This is an optimization exercise on Yosys and OpenROAD, whose aim is small area and a short achievable clock period, not a production implementation. RTL that was checked went through simulation tests only; none was proved equivalent to the original. Power and IR drop assume default switching activity.

==> run A <==
==> flow/design.v <==
module map_gauntlet (
    input  wire         clk,
    input  wire         rst,             
    input  wire         cmt_valid,
    input  wire [2:0]   cmt_index,
    input  wire [255:0] cmt_entry,
    output reg          cmt_ack,
    output reg  [2:0]   cmt_cause,       
    input  wire         req_valid,
    input  wire [63:0]  req_addr,
    input  wire [4:0]   req_part,
    input  wire [2:0]   req_type,        
    input  wire         req_mgmt,        
    input  wire         req_restrict,    
    output reg          rsp_valid,
    output reg  [1:0]   rsp_status,      
    output reg  [2:0]   rsp_cause,
    output reg  [2:0]   rsp_index,
    output reg  [2:0]   rsp_index2,
    output reg  [2:0]   rsp_kind,
    output reg  [12:0]  rsp_target,
    output reg  [1:0]   rsp_fwd,
    output reg  [14:0]  rsp_attr,
    output reg  [63:0]  rsp_addr
);
    localparam NENT = 8;
    localparam ST_HIT     = 2'd0;
    localparam ST_MISS    = 2'd1;
    localparam ST_OVERLAP = 2'd2;
    localparam ST_DENY    = 2'd3;
    localparam K_PORT   = 3'd0;
    localparam K_MCAST  = 3'd1;
    localparam K_ENGINE = 3'd2;
    localparam K_LOCAL  = 3'd3;
    localparam K_DROP   = 3'd4;
    integer i, j;
    wire        e_valid  = cmt_entry[0];
    wire [2:0]  e_kind   = cmt_entry[3:1];
    wire [5:0]  e_size   = cmt_entry[9:4];
    wire [1:0]  e_fwd    = cmt_entry[11:10];
    wire [51:0] e_base   = cmt_entry[63:12];
    wire [63:0] e_xlate  = cmt_entry[127:64];
    wire [12:0] e_target = cmt_entry[236:224];
    wire [51:0] e_pmask = ~({52{1'b1}} << (e_size - 6'd12));
    wire [19:0] e_lo_a   = e_base[19:0] | e_pmask[19:0];
    wire        e_carry  = (e_xlate[31:12] > ~e_lo_a);
    wire        e_lbig   = (e_base[51:20] != 32'd0) || (e_xlate[63:32] != 32'd0)
                         || (e_size > 6'd32) || e_carry;
    reg [2:0] chk_cause;
    always @(*) begin
        chk_cause = 3'd0;
        if (e_valid) begin
            if (e_size < 6'd12 || e_size > 6'd52)
                chk_cause = 3'd1;
            else if ((e_base & e_pmask) != 52'd0)
                chk_cause = 3'd2;
            else if (e_kind > K_DROP || e_fwd == 2'b11)
                chk_cause = 3'd3;
            else if (e_kind == K_PORT && (e_target[6] || e_target[12:11] != 2'b00))
                chk_cause = 3'd4;
            else if (e_kind == K_LOCAL && e_target[12:3] != 10'd0)
                chk_cause = 3'd4;
            else if (e_xlate[11:0] != 12'd0)
                chk_cause = 3'd5;
            else if (e_kind == K_ENGINE && e_size != 6'd16)
                chk_cause = 3'd6;
            else if (e_kind == K_LOCAL && e_lbig)
                chk_cause = 3'd7;
        end
    end
    reg         c_we;
    reg [2:0]   c_idx;
    reg [239:0] c_data;    
    always @(posedge clk) begin
        cmt_ack   <= cmt_valid && !rst;
        cmt_cause <= chk_cause;
        c_we      <= cmt_valid && !rst && chk_cause == 3'd0;
        c_idx     <= cmt_index;
        c_data    <= {cmt_entry[255:241], cmt_entry[236:128], cmt_entry[127:64+12],
                      cmt_entry[63:10], e_size - 6'd12, cmt_entry[3:0]};
    end
    reg         t_valid   [0:NENT-1];
    reg [2:0]   t_kind    [0:NENT-1];
    reg [5:0]   t_size    [0:NENT-1];    
    reg [1:0]   t_fwd     [0:NENT-1];
    reg [51:0]  t_base    [0:NENT-1];    
    reg [51:0]  t_xlate   [0:NENT-1];    
    reg [31:0]  t_visible [0:NENT-1];
    reg [31:0]  t_rd      [0:NENT-1];
    reg [31:0]  t_wr      [0:NENT-1];
    reg [12:0]  t_target  [0:NENT-1];
    reg [14:0]  t_attr    [0:NENT-1];    
    always @(posedge clk) begin
        for (i = 0; i < NENT; i = i + 1) begin
            if (rst)
                t_valid[i] <= 1'b0;
            else if (c_we && c_idx == i)
                t_valid[i] <= c_data[0];
        end
    end
    always @(posedge clk) begin
        for (i = 0; i < NENT; i = i + 1) begin
            if (c_we && c_idx == i) begin
                t_kind[i]    <= c_data[3:1];
                t_size[i]    <= c_data[9:4];
                t_fwd[i]     <= c_data[11:10];
                t_base[i]    <= c_data[63:12];
                t_xlate[i]   <= c_data[115:64];
                t_visible[i] <= c_data[147:116];
                t_rd[i]      <= c_data[179:148];
                t_wr[i]      <= c_data[211:180];
                t_target[i]  <= c_data[224:212];
                t_attr[i]    <= c_data[239:225];
            end
        end
    end
    reg         q_v;
    reg [63:0]  q_addr;
    reg [4:0]   q_part;
    reg [2:0]   q_type;
    reg         q_mgmt;
    reg         q_restrict;
    always @(posedge clk) begin
        q_v        <= req_valid && !rst;
        q_addr     <= req_addr;
        q_part     <= req_part;
        q_type     <= req_type;
        q_mgmt     <= req_mgmt;
        q_restrict <= req_restrict;
    end
    wire [31:0] q_part_oh = 32'd1 << q_part;
    reg [NENT-1:0] hit;
    reg [NENT-1:0] e_rd, e_wr;
    reg [51:0]     mask;
    always @(*) begin
        for (i = 0; i < NENT; i = i + 1) begin
            mask = ({52{1'b1}} << t_size[i]);
            hit[i] = t_valid[i]
                   && ((q_addr[63:12] & mask) == t_base[i])
                   && (q_mgmt || (t_visible[i] & q_part_oh) != 32'd0);
            e_rd[i] = (t_rd[i] & q_part_oh) != 32'd0;
            e_wr[i] = (t_wr[i] & q_part_oh) != 32'd0;
        end
    end
    reg [2:0] idx0, idx1;
    reg       none, multi;
    reg       seen;
    always @(*) begin
        idx0 = 3'd0;
        idx1 = 3'd0;
        for (i = NENT - 1; i >= 0; i = i - 1) begin
            if (hit[i]) begin
                idx1 = idx0;
                idx0 = i[2:0];
            end
        end
        none  = (hit == {NENT{1'b0}});
        multi = 1'b0;
        seen  = 1'b0;
        for (i = 0; i < NENT; i = i + 1) begin
            multi = multi | (seen & hit[i]);
            seen  = seen | hit[i];
        end
    end
    reg [2:0]  s_kind;
    reg [12:0] s_target;
    reg [1:0]  s_fwd;
    reg [14:0] s_attr;
    reg [51:0] s_xlate;
    reg        s_rd, s_wr;
    always @(*) begin
        s_kind = 3'd0; s_target = 13'd0; s_fwd = 2'd0; s_attr = 15'd0; s_xlate = 52'd0;
        s_rd = 1'b0; s_wr = 1'b0;
        for (i = 0; i < NENT; i = i + 1) begin
            s_kind   = s_kind   | ({3{hit[i]}}  & t_kind[i]);
            s_target = s_target | ({13{hit[i]}} & t_target[i]);
            s_fwd    = s_fwd    | ({2{hit[i]}}  & t_fwd[i]);
            s_attr   = s_attr   | ({15{hit[i]}} & t_attr[i]);
            s_xlate  = s_xlate  | ({52{hit[i]}} & t_xlate[i]);
            s_rd     = s_rd     | (hit[i] & e_rd[i]);
            s_wr     = s_wr     | (hit[i] & e_wr[i]);
        end
    end
    reg         p_v;
    reg         p_none, p_multi;
    reg [2:0]   p_idx0, p_idx1;
    reg [2:0]   p_kind;
    reg [12:0]  p_target;
    reg [1:0]   p_fwd;
    reg [14:0]  p_attr;
    reg [51:0]  p_xlate;
    reg         p_rd, p_wr;
    reg [63:0]  p_addr;
    reg [2:0]   p_type;
    reg         p_mgmt;
    reg         p_restrict;
    always @(posedge clk) begin
        p_v        <= q_v && !rst;
        p_none     <= none;
        p_multi    <= multi;
        p_idx0     <= idx0;
        p_idx1     <= idx1;
        p_kind     <= s_kind;
        p_target   <= s_target;
        p_fwd      <= s_fwd;
        p_attr     <= s_attr;
        p_xlate    <= s_xlate;
        p_rd       <= s_rd;
        p_wr       <= s_wr;
        p_addr     <= q_addr;
        p_type     <= q_type;
        p_mgmt     <= q_mgmt;
        p_restrict <= q_restrict;
    end
    reg       deny;
    reg [2:0] deny_cause;
    always @(*) begin
        deny = 1'b0;
        deny_cause = 3'd0;
        if (!p_mgmt) begin
            case (p_type)
                3'd0, 3'd1: if (!p_wr) begin deny = 1'b1; deny_cause = 3'd1; end
                3'd2:       if (!p_rd) begin deny = 1'b1; deny_cause = 3'd0; end
                3'd3:       if (!p_rd && !p_wr) begin deny = 1'b1; deny_cause = 3'd2; end
                3'd4: begin
                    if (!p_rd && !p_wr) begin deny = 1'b1; deny_cause = 3'd2; end
                    else if (!p_rd)     begin deny = 1'b1; deny_cause = 3'd0; end
                    else if (!p_wr)     begin deny = 1'b1; deny_cause = 3'd1; end
                end
                default: ;
            endcase
        end
    end
    wire        one      = !p_none && !p_multi;
    wire [2:0]  eff_kind = (p_restrict && (p_kind == K_MCAST || p_kind == K_ENGINE)) ? K_DROP : p_kind;
    wire [51:0] xl_page  = p_addr[63:12] + p_xlate;
    wire [63:0] xl_addr  = (eff_kind == K_ENGINE) ? {48'd0, p_addr[15:0]}
                                                  : {xl_page, p_addr[11:0]};
    always @(posedge clk) begin
        rsp_valid  <= p_v && !rst;
        rsp_status <= p_none ? ST_MISS : p_multi ? ST_OVERLAP : deny ? ST_DENY : ST_HIT;
        rsp_cause  <= (one && deny) ? deny_cause : 3'd0;
        rsp_index  <= p_idx0;
        rsp_index2 <= p_multi ? p_idx1 : 3'd0;
        rsp_kind   <= one ? eff_kind : 3'd0;
        rsp_target <= one ? p_target : 13'd0;
        rsp_fwd    <= one ? p_fwd    : 2'd0;
        rsp_attr   <= one ? p_attr   : 15'd0;
        rsp_addr   <= (one && !deny) ? xl_addr : p_addr;
    end
endmodule
==> flow/run.sh <==
#!/bin/bash
# synth_recipe.tcl (not shown) runs the flow's synth.tcl, then flattens the netlist and writes it again
# the make line also repeats each setting of config.mk as NAME=value (left out here)
make -C /OpenROAD-flow-scripts/flow DESIGN_CONFIG=/design/flow/config.mk WORK_HOME=/design/flow/orfs CLKGATE_MAP_FILE= SYNTH_SCRIPT=/design/flow/synth_recipe.tcl finish
==> flow/config.mk <==
export PLATFORM = sky130hd
export DESIGN_NAME = map_gauntlet
export DESIGN_NICKNAME = map_gauntlet
export VERILOG_FILES = /design/flow/design.v
export SDC_FILE = /design/flow/constraint.sdc
export NUM_CORES = 4
export LEC_CHECK = 0
export CAP_MARGIN = 20
export CORE_MARGIN = 2
export CORE_UTILIZATION = 40
export SETUP_SLACK_MARGIN = 5
export SLEW_MARGIN = 20
==> flow/constraint.sdc <==
create_clock -name core_clock -period 10.0 [get_ports {clk}]
set_input_delay 2.0000 -clock core_clock [delete_from_list [all_inputs] [get_ports {clk}]]
set_output_delay 2.0000 -clock core_clock [all_outputs]
set_load 0.01 [all_outputs]
==> run P: changes against run A <==
--- a/flow/design.v
+++ b/flow/design.v
@@ -35,4 +35,56 @@
     localparam K_DROP   = 3'd4;
     integer i, j;
+    function automatic gt6(input [5:0] x, input [5:0] c);
+        integer k, m;
+        reg r, e;
+        begin
+            r = 1'b0;
+            for (k = 0; k < 6; k = k + 1) begin
+                if (!c[k]) begin
+                    e = x[k];
+                    for (m = k + 1; m < 6; m = m + 1)
+                        e = e & (x[m] == c[m]);
+                    r = r | e;
+                end
+            end
+            gt6 = r;
+        end
+    endfunction
+    function automatic gt20(input [19:0] a, input [19:0] b);
+        reg [31:0] g, e;
+        integer w, k;
+        begin
+            g = 32'd0;
+            e = {32{1'b1}};
+            g[19:0] = a & ~b;
+            e[19:0] = ~(a ^ b);
+            for (w = 1; w < 32; w = w * 2)
+                for (k = 0; k < 32; k = k + 2 * w) begin
+                    g[k] = g[k + w] | (e[k + w] & g[k]);
+                    e[k] = e[k + w] & e[k];
+                end
+            gt20 = g[0];
+        end
+    endfunction
+    function automatic [51:0] add52(input [51:0] a, input [51:0] b);
+        reg [63:0] g, p;
+        reg [51:0] p0;
+        integer w, k, t;
+        begin
+            g = 64'd0;
+            p = 64'd0;
+            g[51:0] = a & b;
+            p[51:0] = a ^ b;
+            p0 = a ^ b;
+            for (w = 1; w < 64; w = w * 2)
+                for (k = 0; k < 64; k = k + 1)
+                    if (k & w) begin
+                        t = (k & ~(w - 1)) - 1;    
+                        g[k] = g[k] | (p[k] & g[t]);
+                        p[k] = p[k] & p[t];
+                    end
+            add52 = p0 ^ {g[50:0], 1'b0};
+        end
+    endfunction
     wire        e_valid  = cmt_entry[0];
     wire [2:0]  e_kind   = cmt_entry[3:1];
@@ -42,29 +94,32 @@
     wire [63:0] e_xlate  = cmt_entry[127:64];
     wire [12:0] e_target = cmt_entry[236:224];
-    wire [51:0] e_pmask = ~({52{1'b1}} << (e_size - 6'd12));
-    wire [19:0] e_lo_a   = e_base[19:0] | e_pmask[19:0];
-    wire        e_carry  = (e_xlate[31:12] > ~e_lo_a);
-    wire        e_lbig   = (e_base[51:20] != 32'd0) || (e_xlate[63:32] != 32'd0)
-                         || (e_size > 6'd32) || e_carry;
+    reg [39:0] e_pmask;
+    always @(*)
+        for (j = 0; j < 40; j = j + 1)
+            e_pmask[j] = gt6(e_size, j + 12);
+    wire f1 = !gt6(e_size, 6'd11) || gt6(e_size, 6'd52);
+    wire f2 = (e_base[39:0] & e_pmask) != 40'd0;
+    wire f3 = (e_kind > K_DROP) || (e_fwd == 2'b11);
+    wire f4 = (e_kind == K_PORT && (e_target[6] || e_target[12:11] != 2'b00))
+           || (e_kind == K_LOCAL && e_target[12:3] != 10'd0);
+    wire f5 = e_xlate[11:0] != 12'd0;
+    wire f6 = (e_kind == K_ENGINE) && (e_size != 6'd16);
+    wire [19:0] e_lo_a  = e_base[19:0] | e_pmask[19:0];
+    wire        e_carry = gt20(e_xlate[31:12], ~e_lo_a);
+    wire        f7 = (e_kind == K_LOCAL)
+                  && ((e_base[51:20] != 32'd0) || (e_xlate[63:32] != 32'd0)
+                      || gt6(e_size, 6'd32) || e_carry);
+    wire chk_ok = !e_valid || !(f1 | f2 | f3 | f4 | f5 | f6 | f7);
     reg [2:0] chk_cause;
     always @(*) begin
         chk_cause = 3'd0;
         if (e_valid) begin
-            if (e_size < 6'd12 || e_size > 6'd52)
-                chk_cause = 3'd1;
-            else if ((e_base & e_pmask) != 52'd0)
-                chk_cause = 3'd2;
-            else if (e_kind > K_DROP || e_fwd == 2'b11)
-                chk_cause = 3'd3;
-            else if (e_kind == K_PORT && (e_target[6] || e_target[12:11] != 2'b00))
-                chk_cause = 3'd4;
-            else if (e_kind == K_LOCAL && e_target[12:3] != 10'd0)
-                chk_cause = 3'd4;
-            else if (e_xlate[11:0] != 12'd0)
-                chk_cause = 3'd5;
-            else if (e_kind == K_ENGINE && e_size != 6'd16)
-                chk_cause = 3'd6;
-            else if (e_kind == K_LOCAL && e_lbig)
-                chk_cause = 3'd7;
+            if (f1)      chk_cause = 3'd1;
+            else if (f2) chk_cause = 3'd2;
+            else if (f3) chk_cause = 3'd3;
+            else if (f4) chk_cause = 3'd4;
+            else if (f5) chk_cause = 3'd5;
+            else if (f6) chk_cause = 3'd6;
+            else if (f7) chk_cause = 3'd7;
         end
     end
@@ -75,5 +130,5 @@
         cmt_ack   <= cmt_valid && !rst;
         cmt_cause <= chk_cause;
-        c_we      <= cmt_valid && !rst && chk_cause == 3'd0;
+        c_we      <= cmt_valid && !rst && chk_ok;
         c_idx     <= cmt_index;
         c_data    <= {cmt_entry[255:241], cmt_entry[236:128], cmt_entry[127:64+12],
@@ -117,5 +172,5 @@
     reg         q_v;
     reg [63:0]  q_addr;
-    reg [4:0]   q_part;
+    reg [31:0]  q_part_oh;    
     reg [2:0]   q_type;
     reg         q_mgmt;
@@ -124,10 +179,9 @@
         q_v        <= req_valid && !rst;
         q_addr     <= req_addr;
-        q_part     <= req_part;
+        q_part_oh  <= 32'd1 << req_part;
         q_type     <= req_type;
         q_mgmt     <= req_mgmt;
         q_restrict <= req_restrict;
     end
-    wire [31:0] q_part_oh = 32'd1 << q_part;
     reg [NENT-1:0] hit;
     reg [NENT-1:0] e_rd, e_wr;
@@ -135,5 +189,6 @@
     always @(*) begin
         for (i = 0; i < NENT; i = i + 1) begin
-            mask = ({52{1'b1}} << t_size[i]);
+            for (j = 0; j < 52; j = j + 1)
+                mask[j] = (j < 40) ? !gt6(t_size[i], j) : 1'b1;
             hit[i] = t_valid[i]
                    && ((q_addr[63:12] & mask) == t_base[i])
@@ -141,24 +196,4 @@
             e_rd[i] = (t_rd[i] & q_part_oh) != 32'd0;
             e_wr[i] = (t_wr[i] & q_part_oh) != 32'd0;
-        end
-    end
-    reg [2:0] idx0, idx1;
-    reg       none, multi;
-    reg       seen;
-    always @(*) begin
-        idx0 = 3'd0;
-        idx1 = 3'd0;
-        for (i = NENT - 1; i >= 0; i = i - 1) begin
-            if (hit[i]) begin
-                idx1 = idx0;
-                idx0 = i[2:0];
-            end
-        end
-        none  = (hit == {NENT{1'b0}});
-        multi = 1'b0;
-        seen  = 1'b0;
-        for (i = 0; i < NENT; i = i + 1) begin
-            multi = multi | (seen & hit[i]);
-            seen  = seen | hit[i];
         end
     end
@@ -183,6 +218,5 @@
     end
     reg         p_v;
-    reg         p_none, p_multi;
-    reg [2:0]   p_idx0, p_idx1;
+    reg [NENT-1:0] p_hit;
     reg [2:0]   p_kind;
     reg [12:0]  p_target;
@@ -197,8 +231,5 @@
     always @(posedge clk) begin
         p_v        <= q_v && !rst;
-        p_none     <= none;
-        p_multi    <= multi;
-        p_idx0     <= idx0;
-        p_idx1     <= idx1;
+        p_hit      <= hit;
         p_kind     <= s_kind;
         p_target   <= s_target;
@@ -212,4 +243,24 @@
         p_mgmt     <= q_mgmt;
         p_restrict <= q_restrict;
+    end
+    reg [2:0] idx0, idx1;
+    reg       p_none, p_multi;
+    reg       seen;
+    always @(*) begin
+        idx0 = 3'd0;
+        idx1 = 3'd0;
+        for (i = NENT - 1; i >= 0; i = i - 1) begin
+            if (p_hit[i]) begin
+                idx1 = idx0;
+                idx0 = i[2:0];
+            end
+        end
+        p_none  = (p_hit == {NENT{1'b0}});
+        p_multi = 1'b0;
+        seen    = 1'b0;
+        for (i = 0; i < NENT; i = i + 1) begin
+            p_multi = p_multi | (seen & p_hit[i]);
+            seen    = seen | p_hit[i];
+        end
     end
     reg       deny;
@@ -234,5 +285,5 @@
     wire        one      = !p_none && !p_multi;
     wire [2:0]  eff_kind = (p_restrict && (p_kind == K_MCAST || p_kind == K_ENGINE)) ? K_DROP : p_kind;
-    wire [51:0] xl_page  = p_addr[63:12] + p_xlate;
+    wire [51:0] xl_page  = add52(p_addr[63:12], p_xlate);
     wire [63:0] xl_addr  = (eff_kind == K_ENGINE) ? {48'd0, p_addr[15:0]}
                                                   : {xl_page, p_addr[11:0]};
@@ -241,6 +292,6 @@
         rsp_status <= p_none ? ST_MISS : p_multi ? ST_OVERLAP : deny ? ST_DENY : ST_HIT;
         rsp_cause  <= (one && deny) ? deny_cause : 3'd0;
-        rsp_index  <= p_idx0;
-        rsp_index2 <= p_multi ? p_idx1 : 3'd0;
+        rsp_index  <= idx0;
+        rsp_index2 <= p_multi ? idx1 : 3'd0;
         rsp_kind   <= one ? eff_kind : 3'd0;
         rsp_target <= one ? p_target : 13'd0;
- CORE_UTILIZATION: 40 -> 65
==> run B: changes against run A <==
--- a/flow/design.v
+++ b/flow/design.v
@@ -78,9 +78,9 @@
         c_idx     <= cmt_index;
         c_data    <= {cmt_entry[255:241], cmt_entry[236:128], cmt_entry[127:64+12],
-                      cmt_entry[63:10], e_size - 6'd12, cmt_entry[3:0]};
+                      cmt_entry[63:0]};
     end
     reg         t_valid   [0:NENT-1];
     reg [2:0]   t_kind    [0:NENT-1];
-    reg [5:0]   t_size    [0:NENT-1];    
+    reg [5:0]   t_size    [0:NENT-1];
     reg [1:0]   t_fwd     [0:NENT-1];
     reg [51:0]  t_base    [0:NENT-1];    
@@ -129,5 +129,4 @@
         q_restrict <= req_restrict;
     end
-    wire [31:0] q_part_oh = 32'd1 << q_part;
     reg [NENT-1:0] hit;
     reg [NENT-1:0] e_rd, e_wr;
@@ -135,10 +134,10 @@
     always @(*) begin
         for (i = 0; i < NENT; i = i + 1) begin
-            mask = ({52{1'b1}} << t_size[i]);
+            mask = ({52{1'b1}} << (t_size[i] - 6'd12));
             hit[i] = t_valid[i]
                    && ((q_addr[63:12] & mask) == t_base[i])
-                   && (q_mgmt || (t_visible[i] & q_part_oh) != 32'd0);
-            e_rd[i] = (t_rd[i] & q_part_oh) != 32'd0;
-            e_wr[i] = (t_wr[i] & q_part_oh) != 32'd0;
+                   && (q_mgmt || t_visible[i][q_part]);
+            e_rd[i] = t_rd[i][q_part];
+            e_wr[i] = t_wr[i][q_part];
         end
     end
- SETUP_SLACK_MARGIN: 5 -> 0.3
==> summary of the runs <==
The lowest core utilization belongs to run B, the highest to run P. In run A the count of clock-buffer cells in the layout is higher than in run P, by 60. The lowest synthesized cell count belongs to run P, the highest to run B. The highest cell count belongs to run B, the lowest to run P. Total power: run B > run A > run P. Between run P and run B, the lower setup slack is in run B (gap 1.5 ns).
==> figures <==
quantity	run B	run P	run A
Outcome	timing/DRC/antenna clean	timing/DRC/antenna clean	timing/DRC/antenna clean
Final core utilization	0.4782	0.7576	0.4800
Gate count of the mapped netlist	6378	5825	6370
Net switching power of the design	0.005131 W	0.004584 W	0.005043 W
Placed cell area	106000 um2	98440 um2	102900 um2
Worst setup slack after layout	3.455 ns	4.932 ns	5.092 ns
Routability Congestion	0.9793	0.9613	0.9638
Overall power consumption	0.02304 W	0.02172 W	0.02259 W
Buffer levels on the longest clock path	4	3	4
Final-layout fill cell count	20684	8511	20285
Crit path from	cmt_entry[6]	t_size[4][5]	cmt_entry[34]
Minimum period implied by the final worst setup slack	6.545 ns	5.068 ns	4.908 ns
Global-route met1 utilization	0.3724	0.5294	0.3755
No functional check of the RTL was part of run A and run B.

[what the ideal ports hide]
The flow's constraints put no driver on any port. The routed layouts listed below were extracted and timed again, unchanged, in two steps.
Step 1, drivers: a clkbuf_16 drives clk and a buf_2 each remaining input, both assumed.
Step 2, shift: input delay + t, output delay - t, t = (earliest + latest rising clock arrival at the registers) / 2. This alone moves slack from input paths to output paths.
Three values: ideal, step 1, step 2; two values: the first two.
run	t, ns	setup slack, ns	worst data-port slew with drivers (ns)
run A	1.006	5.092 / 4.930 / 3.925	0.35
run P	0.930	4.932 / 4.932 / 4.136	0.21
run B	1.019	3.455 / 3.521 / 2.502	0.37
After both steps every run listed still meets setup and hold. For run A, which loses most, drivers alone change the setup slack by -0.162 ns; drivers and shift together by -1.167 ns.
